Context: an optimization exercise on an open-source flow, tuned for small area, a short achievable clock period and few clock cycles per item. The choices shown serve that exercise and are no tape-out recipe.
Function was checked by simulation only, so behaviour that the tests miss may differ from the original.
Power and IR drop assume default switching activity.

== red ==
==> flow/design.v (excerpt) <==
module kh_addr_decode (
    input  wire        clk,
    input  wire        rst,           
    input  wire        cfg_we,
    input  wire [3:0]  cfg_idx,
    input  wire [63:0] cfg_wdata,
    input  wire        in_valid,
    output reg         in_ready,
    input  wire [51:0] in_addr,
    output reg         out_valid,
    input  wire        out_ready,
    output reg  [6:0]  out_slice,
    output reg  [12:0] out_sf_set,
    output reg  [7:0]  out_hlc_set,
    output reg  [9:0]  out_pred,
    output reg         out_hit,
    output reg  [3:0]  out_region,
    output reg  [3:0]  out_port
);
For scale: ~3600 cells after synthesis, about 170 I/O pins.
export LEC_CHECK = 0
export ABC_AREA = 1
export CAP_MARGIN = 70
export CORE_MARGIN = 2
export CORE_UTILIZATION = 60
export CTS_BUF_LIST = sky130_fd_sc_hd__clkbuf_8
export CTS_CLUSTER_DIAMETER = 80
export CTS_CLUSTER_SIZE = 16
export SLEW_MARGIN = 70
create_clock -name core_clock -period 105.0 [get_ports {clk}]
standard.sh (not shown) runs the stock make flow with config.mk's settings and CLKGATE_MAP_FILE= SYNTH_SCRIPT=/design/flow/synth_recipe.tcl, a recipe that flattens the netlist after the stock synthesis.
==> flow/flow/run.sh <==
#!/bin/bash
set -euo pipefail
rm -rf scripts_mod
cp -r "$FLOW_HOME/scripts" scripts_mod
cp flow/abc_area.script scripts_mod/abc_area.script
export SCRIPTS_DIR="$PWD/scripts_mod"
export SYNTH_ARGS="-noabc"
export BUFFER_PORTS_ARGS="-buffer_cell sky130_fd_sc_hd__buf_1"
bash standard.sh > standard.log 2>&1
==> flow/flow/abc_area.script <==
strash
dch -f
map -a
topo
red finished every step from synthesis to the final layout, and the layout passed the timing, design-rule and antenna checks.
Testbench counts of red, summed over its fixed seeds: cycles 16,016, items 16,000.
> inputs changed (red -> blue)
# red
export LEC_CHECK = 0
export ABC_AREA = 1
export CAP_MARGIN = 70
export CORE_MARGIN = 2
export CORE_UTILIZATION = 60
export CTS_BUF_LIST = sky130_fd_sc_hd__clkbuf_8
export CTS_CLUSTER_DIAMETER = 80
export CTS_CLUSTER_SIZE = 16
export SLEW_MARGIN = 70
create_clock -name core_clock -period 105.0 [get_ports {clk}]
# blue
export LEC_CHECK = 0
export ABC_AREA = 1
export CAP_MARGIN = 20
export CORE_MARGIN = 2
export CORE_UTILIZATION = 75
export CTS_BUF_LIST = sky130_fd_sc_hd__clkbuf_8
export CTS_CLUSTER_DIAMETER = 80
export CTS_CLUSTER_SIZE = 16
export SLEW_MARGIN = 20
create_clock -name core_clock -period 105.0 [get_ports {clk}]
diff --git a/flow/flow/run.sh b/flow/flow/run.sh
--- a/flow/flow/run.sh
+++ b/flow/flow/run.sh
@@ -6,3 +6,2 @@
 export SCRIPTS_DIR="$PWD/scripts_mod"
-export SYNTH_ARGS="-noabc"
 export BUFFER_PORTS_ARGS="-buffer_cell sky130_fd_sc_hd__buf_1"
[summary]
red ended up with register to primary output as its class of the most critical setup path; blue ended up with primary input to register.
The post-DP HPWL of blue is higher than that of red.
blue vs. red: maximum frequency went down by about 1.3%.
In blue relative to red, synthesized cell count had gone up by a few percent.
Going from red to blue, share of cell area taken by flip-flops and latches grows by 0.64 points.
blue vs red — area of all placed cells without fillers dropped 1.0%.
edfxtp_1 as the critical path's slowest cell was reported by red, and nor2_4 by blue.
What green does differently from blue at the input level:
# blue
export LEC_CHECK = 0
export ABC_AREA = 1
export CAP_MARGIN = 20
export CORE_MARGIN = 2
export CORE_UTILIZATION = 75
export CTS_BUF_LIST = sky130_fd_sc_hd__clkbuf_8
export CTS_CLUSTER_DIAMETER = 80
export CTS_CLUSTER_SIZE = 16
export SLEW_MARGIN = 20
create_clock -name core_clock -period 105.0 [get_ports {clk}]
# green
export LEC_CHECK = 0
export CAP_MARGIN = 20
export CORE_MARGIN = 2
export CORE_UTILIZATION = 40
export CTS_BUF_LIST = sky130_fd_sc_hd__clkbuf_8
export SLEW_MARGIN = 20
create_clock -name core_clock -period 105.0 [get_ports {clk}]
==> flow/run.sh (new file) <==
#!/bin/bash
# synth_recipe.tcl (not shown) runs the flow's synth.tcl, then flattens the netlist and writes it again
# the make line also repeats each setting of config.mk as NAME=value (left out here)
make -C /OpenROAD-flow-scripts/flow DESIGN_CONFIG=/design/flow/config.mk WORK_HOME=/design/flow/orfs CLKGATE_MAP_FILE= SYNTH_SCRIPT=/design/flow/synth_recipe.tcl finish
removed: flow/flow/run.sh
removed: flow/flow/abc_area.script
removed: flow/standard.sh
Results
- Compared with blue, in green clock-pin slew reported for the worst setup and hold paths after clock tree synthesis went down 0.06 ns, met3 usage in global routing now sits lower.
- Summary of green over blue: worst-margin pin slew went up, fraction of standard cell area in multi-input logic picked up an extra 3.0 points.
- Number of different library cells in the post-synthesis netlist (blue / green): 0.36
- Between blue and green, the flow reports die area increasing by more than 100%.
- On cell count: between blue and green, it ends up lower for blue.
Input-level comparison between orange and green:
# green
export LEC_CHECK = 0
export CAP_MARGIN = 20
export CORE_MARGIN = 2
export CORE_UTILIZATION = 40
export CTS_BUF_LIST = sky130_fd_sc_hd__clkbuf_8
export SLEW_MARGIN = 20
create_clock -name core_clock -period 105.0 [get_ports {clk}]
# orange
export LEC_CHECK = 0
export ABC_AREA = 1
export CAP_MARGIN = 50
export CORE_MARGIN = 2
export CORE_UTILIZATION = 60
export CTS_BUF_LIST = sky130_fd_sc_hd__clkbuf_8
export CTS_CLUSTER_DIAMETER = 80
export CTS_CLUSTER_SIZE = 16
export SLEW_MARGIN = 50
create_clock -name core_clock -period 105.0 [get_ports {clk}]
==> flow/flow/run.sh (new file) <==
#!/bin/bash
set -euo pipefail
rm -rf scripts_mod
cp -r "$FLOW_HOME/scripts" scripts_mod
cp flow/abc_area.script scripts_mod/abc_area.script
export SCRIPTS_DIR="$PWD/scripts_mod"
export SYNTH_ARGS="-noabc"
export BUFFER_PORTS_ARGS="-buffer_cell sky130_fd_sc_hd__buf_1"
bash standard.sh > standard.log 2>&1
==> flow/flow/abc_area.script (new file) <==
strash
dch -f
map -a
topo
==> flow/standard.sh (new file) <==
#!/bin/bash
# synth_recipe.tcl (not shown) runs the flow's synth.tcl, then flattens the netlist and writes it again
# the make line also repeats each setting of config.mk as NAME=value (left out here)
make -C /OpenROAD-flow-scripts/flow DESIGN_CONFIG=/design/flow/config.mk WORK_HOME=/design/flow/orfs CLKGATE_MAP_FILE= SYNTH_SCRIPT=/design/flow/synth_recipe.tcl "${@:-finish}"
removed: flow/run.sh
==> run summary <==
Compared with green, orange shows initial core utilization higher by 20 points.
Compared with green, in orange overall routed net length went down 22%; critical path depth saw an increase.
Post-synthesis area per instance in orange vs green: up about 8%
Row count for orange: 24% down relative to green
orange finished every stage and its layout cleared the timing, design-rule and antenna checks.
Changes observed in orange relative to green: total global routing track utilization now larger, proportion of final cell area spent on non-clock buffers dropped 0.79 points, routed metal-1 wire length decreased 23%, final critical delay including setup and external delays saw a decrease.
Going from green to orange, non-clock buffer count grew by a few percent.

---

run A:
kh_addr_decode, a different RTL version from the one above (not shown whole).
Size: roughly 1100 flip-flops, about 48000 um2 of cells after synthesis.
Settings: LEC_CHECK=0, ABC_AREA=1, CAP_MARGIN=35, CORE_MARGIN=2, CORE_UTILIZATION=60, CTS_BUF_LIST=sky130_fd_sc_hd__clkbuf_8, CTS_CLUSTER_DIAMETER=80, CTS_CLUSTER_SIZE=16, SLEW_MARGIN=35; clock period 105.0 ns.
==> flow/flow/run.sh <==
#!/bin/bash
# Layout flow: the standard ORFS flow, with these changes:
#  - Yosys's synth skips its generic ABC pass (SYNTH_ARGS=-noabc), so that
#    the adder extraction sees the carry-save trees as written;
#  - the port buffers are sky130_fd_sc_hd__buf_1 cells instead of the
#    delay cells buffer_ports picks on its own.
set -euo pipefail
rm -rf scripts_mod
cp -r "$FLOW_HOME/scripts" scripts_mod
cp flow/abc_area.script scripts_mod/abc_area.script
export SCRIPTS_DIR="$PWD/scripts_mod"
export SYNTH_ARGS="-noabc"
export BUFFER_PORTS_ARGS="-buffer_cell sky130_fd_sc_hd__buf_1"
bash standard.sh > standard.log 2>&1
==> flow/flow/abc_area.script <==
strash
dch -f
map -a
topo
Run A completed; timing, DRC and antenna clean
Testbench counts of run A, summed over its fixed seeds: cycles 16,016, items 16,000.
### run A -> run B
Settings: changing SLEW_MARGIN from 35 to 50; changing CAP_MARGIN from 35 to 50; setting PLACE_DENSITY to 0.75 for the first time.
Run B was carried through to the last stage, and its layout satisfied the timing, design-rule and antenna checks. ~same utilization after layout in run B and run A. Against run A, maximum frequency in run B came out better. Compared run A against run B; design area within noise. Net load switching power of run B falls short of that of run A by a few percent. Run A -> run B: count of placed standard cells in the final layout, fillers left out flat. Portion of the clock cycle consumed by the worst path in the final layout: run B vs run A down 0.20 points. Proportion of power drawn by the clock network up 0.3 points in run B wrt run A. A uppermost layer routed of met4 is what run B shows, while met5 belongs to run A. Going from run A to run B, flip-flop and latch area now sits at about the same level, total power now sits lower, pre-CTS setup slack now sits at about the same level.
### run B -> run C
Settings: a deleted PLACE_DENSITY that had been 0.75.
Findings:
Of the two values seen for startpoint of the worst setup timing path, out_slice[4] was produced by run B and out_hlc_set[6] by run C. End point of the critical path = out_slice[4]: run B; end point of the critical path = out_hlc_set[6]: run C. Diff run B -> run C: overall power of the completed layout rose by 2.5%; portion of total power attributed to the clock network fell by 0.2 points; fraction of layout cells with a size suffix above 1 stayed essentially flat; worst setup margin rose by 50 ps; fraction of power spent switching nets rose by 1.2 points. From run B to run C the numbers moved as follows: maximum achievable frequency closely matched the old numbers, final cell count closely matched the old numbers, worst max-slew margin expressed relative to the limit increased by 9.1 points relative to the old numbers, pin count of the biggest net entering global routing decreased by about 5% relative to the old numbers.
Relative to run C, the following input files were edited for run D:
Settings: a change of CORE_UTILIZATION from 60 to 50.
- Minimum clock period after layout is higher on run D
- Run D vs. run C: share of the final layout cell area in sequential cells decreased 0.34 points; final instance area went up by 0.56%.

---

Setup of v7:
RTL: one of the versions met above, not the one the previous note started from.
Size in the first run: roughly 3800 cells after synthesis, about 1100 flip-flops, roughly 49000 sq um of cells after synthesis.
==> flow/config.mk <==
export PLATFORM = sky130hd
export DESIGN_NAME = kh_addr_decode
export DESIGN_NICKNAME = kh_addr_decode
export VERILOG_FILES = /design/flow/design.v
export SDC_FILE = /design/flow/constraint.sdc
export NUM_CORES = 4
export LEC_CHECK = 0
export ABC_AREA = 1
export CAP_MARGIN = 50
export CORE_MARGIN = 2
export CORE_UTILIZATION = 60
export CTS_BUF_LIST = sky130_fd_sc_hd__clkbuf_16
export CTS_CLUSTER_DIAMETER = 150
export CTS_CLUSTER_SIZE = 30
export SLEW_MARGIN = 50
==> flow/constraint.sdc <==
create_clock -name core_clock -period 105.0 [get_ports {clk}]
set_input_delay 21.0000 -clock core_clock [delete_from_list [all_inputs] [get_ports {clk}]]
set_output_delay 21.0000 -clock core_clock [all_outputs]
set_load 0.01 [all_outputs]
==> flow/flow/run.sh <==
#!/bin/bash
set -euo pipefail
rm -rf scripts_mod
cp -r "$FLOW_HOME/scripts" scripts_mod
cp flow/abc_area.script scripts_mod/abc_area.script
export SCRIPTS_DIR="$PWD/scripts_mod"
export BUFFER_PORTS_ARGS="-buffer_cell sky130_fd_sc_hd__buf_1"
bash standard.sh > standard.log 2>&1
Scripts as last shown in full above: flow/flow/abc_area.script
No stage failed in v7, and the final checks on the layout all came back clean.
Testbench counts of v7, summed over its fixed seeds: cycles 16,016, items 16,000.
diff inputs: v7 => v44
- CTS_BUF_LIST changed from sky130_fd_sc_hd__clkbuf_16 to sky130_fd_sc_hd__clkbuf_8
- CTS_CLUSTER_DIAMETER removed (was 150)
- SLEW_MARGIN changed from 50 to 20
- CORE_UTILIZATION changed from 60 to 40
- CAP_MARGIN changed from 50 to 20
- CTS_CLUSTER_SIZE removed (was 30)
==> comparison <==
Comparing v7 and v44, met3 wire length is higher on v7.
Between v44 and v7, it is v44 whose share of layout cells above drive strength 1 is higher, by 2.3 points.
Relative to v7, power has increased by about 7% in v44.
The cell with the largest stage delay on the worst path comes out sky130_fd_sc_hd__edfxtp_1 in one run and sky130_fd_sc_hd__nor2_4 in the other, namely in v44 and v7 respectively.
Inputs modified between v44 and v5:
- a change of CORE_UTILIZATION from 40 to 60
- an added CTS_CLUSTER_SIZE of 16
- a change of SLEW_MARGIN from 20 to 50
- a change of CAP_MARGIN from 20 to 50
- an added CTS_CLUSTER_DIAMETER of 80
Notes after the runs:
Clock latency reported for the late side of the worst-skew pair: v5 < v44. v5 vs. v44: number of core rows lost 23, number of non-clock buffers picked up an extra 2.0%, number of nets in the layout lost 93. Of the two values seen for end point of the critical path, out_sf_set[8] was produced by v44 and rgn_ok[8] by v5.
[inputs] v22 vs v5
- changing CORE_UTILIZATION from 60 to 40
- changing SLEW_MARGIN from 50 to 20
- changing CAP_MARGIN from 50 to 20
[summary]
Higher peak ir drop on the vdd network goes to v22 over v5.
Looking at relative max-transition margin, v22 sits 22 points lower than v5 does.
On share of the cycle needed by the critical path after routing: v22 sits above v5.
Re worst hold slack: v22 is 19 ps up on v5.
Re minimum period implied by the final worst setup slack: v22 is 290 ps up on v5.
Between v5 and v22, layout buffer count excluding clock buffers is lower for v22, v5 comes in above that.
In the tables for v5 and v22, global router's overall resource usage reads higher with v5.
Final weighted congestion in routability-driven placement was higher in the run labelled v5.
Between v5 and v22, via density per instance is higher for v5, v22 comes in under that.
Critical path depth: v22 vs v5 down 2

---

RTL: one of the versions met above, not the one the previous note started from.
Size: ~3,500 cells after synthesis, roughly 1,100 flip-flops, about 170 I/O pins, ~48,000 um^2 of cells after synthesis.
clock: 105.0 ns
lec_check: 0
abc_area: 1
cap_margin: 50
core_margin: 2
core_utilization: 60
cts_buf_list: sky130_fd_sc_hd__clkbuf_8
cts_cluster_diameter: 80
cts_cluster_size: 16
gpl_timing_driven: 0
slew_margin: 50
==> flow/flow/run.sh <==
#!/bin/bash
# Layout flow: the standard ORFS flow, with these changes:
#  - Yosys's synth skips its generic ABC pass (SYNTH_ARGS=-noabc), so that
#    the adder extraction sees the carry-save trees as written;
#  - the port buffers are sky130_fd_sc_hd__buf_1 cells instead of the
#    delay cells buffer_ports picks on its own.
set -euo pipefail
rm -rf scripts_mod
cp -r "$FLOW_HOME/scripts" scripts_mod
cp flow/abc_area.script scripts_mod/abc_area.script
export SCRIPTS_DIR="$PWD/scripts_mod"
export SYNTH_ARGS="-noabc"
export BUFFER_PORTS_ARGS="-buffer_cell sky130_fd_sc_hd__buf_1"
bash standard.sh > standard.log 2>&1
Scripts as last shown in full above: flow/flow/abc_area.script
Testbench counts at the start, summed over its fixed seeds: cycles 16,016, items 16,000.
Edit:
Settings changed: CTS_BUF_LIST sky130_fd_sc_hd__clkbuf_8 to sky130_fd_sc_hd__clkbuf_4, CTS_CLUSTER_DIAMETER 80 to 60, CTS_CLUSTER_SIZE 16 to 10, GPL_TIMING_DRIVEN 0 to default.
=>
- The new run produced a clean layout
- combinational power hardly moves
- wire length falls by about 1%
- final area shrinks by 1.9%
- clock-buffer cell count rose by 95
- power is about the same
- global-route usage is about the same
- via count shrinks by about 0.4%
- synthesized cell count is unchanged
- setup slack gets worse by 210 ps
- area after synthesis is unchanged
Edit:
Settings changed: CTS_BUF_LIST sky130_fd_sc_hd__clkbuf_4 to sky130_fd_sc_hd__clkbuf_4 sky130_fd_sc_hd__clkbuf_8, CTS_CLUSTER_DIAMETER 60 to 80, CTS_CLUSTER_SIZE 10 to 16.
Wire length came out lower by 0.51%.
Design area hardly moves.
Combinational power is about the same.
First-iteration DRC count climbs by 6.0%.
Via count goes down by 1.1%.
Power goes up by 0.40%.
Core utilization is about the same.
Die area is unchanged.
Worst setup slack gains 240 ps.
Synthesized cell count is unchanged.
Flip-flop and latch count is unchanged.

## what the ideal ports hide
The results above use ideal ports. As a check the final layouts listed here were re-extracted and re-timed, cells and wires unchanged.
Step 1, drivers: a clkbuf_16 drives clk and a buf_2 each remaining input, both assumed.
Step 2 adds t to the input delays and takes it off the output delays; t is the mean of the earliest and latest rising clock arrival at the registers after step 1. Input paths then give back, and output paths get back, about the clock's delay inside the block.
Slacks: ideal / step 1 / step 2; pairs: ideal / step 1.
| run | t (ns) | setup WS [ns] | worst hold slack (ns) | slew at the worst register clock pin (ns) | worst slew at a driven data input, ns |
|---|---|---|---|---|---|
| red | 0.792 | 82.622 / 82.557 / 82.228 | 0.526 / 0.526 / 0.526 | 0.11 / 0.11 | 0.10 |
| blue | 0.803 | 82.326 / 82.363 / 81.559 | 0.525 / 0.525 / 0.525 | 0.12 / 0.12 | 0.12 |
| green | 0.988 | 81.995 / 82.011 / 81.022 | 0.496 / 0.496 / 0.496 | 0.08 / 0.08 | 0.15 |
| orange | 0.772 | 82.389 / 82.426 / 81.654 | 0.526 / 0.526 / 0.526 | 0.11 / 0.11 | 0.11 |
| run A | 0.772 | 82.448 / 82.486 / 81.714 | 0.481 / 0.481 / 0.481 | 0.11 / 0.11 | 0.11 |
| run B | 0.786 | 82.656 / 82.595 / 81.937 | 0.474 / 0.474 / 0.474 | 0.11 / 0.11 | 0.08 |
| run C | 0.766 | 82.707 / 82.643 / 82.025 | 0.475 / 0.475 / 0.475 | 0.11 / 0.11 | 0.09 |
| run D | 0.808 | 82.624 / 82.558 / 82.029 | 0.475 / 0.475 / 0.475 | 0.12 / 0.12 | 0.07 |
| v7 | 0.705 | 82.501 / 82.546 / 81.841 | 0.532 / 0.532 / 0.532 | 0.12 / 0.12 | 0.11 |
| v44 | 0.953 | 82.421 / 82.354 / 81.520 | 0.495 / 0.495 / 0.495 | 0.08 / 0.08 | 0.11 |
| v5 | 0.797 | 82.612 / 82.558 / 81.857 | 0.507 / 0.507 / 0.507 | 0.11 / 0.11 | 0.11 |
| v22 | 0.825 | 82.322 / 82.342 / 81.517 | 0.526 / 0.526 / 0.526 | 0.11 / 0.11 | 0.11 |
| the first run of note 4 | 0.788 | 82.681 / 82.610 / 82.027 | 0.474 / 0.474 / 0.474 | 0.11 / 0.11 | 0.10 |
| the second run of note 4 | 1.052 | 82.468 / 82.404 / 82.057 | 0.480 / 0.480 / 0.480 | 0.12 / 0.12 | 0.10 |
| the third run of note 4 | 0.766 | 82.703 / 82.639 / 82.042 | 0.476 / 0.476 / 0.476 | 0.11 / 0.11 | 0.09 |
After both steps setup and hold are still met in every run listed. For green, which loses most, drivers alone change the setup slack by +0.016 ns; drivers and shift together by -0.973 ns.
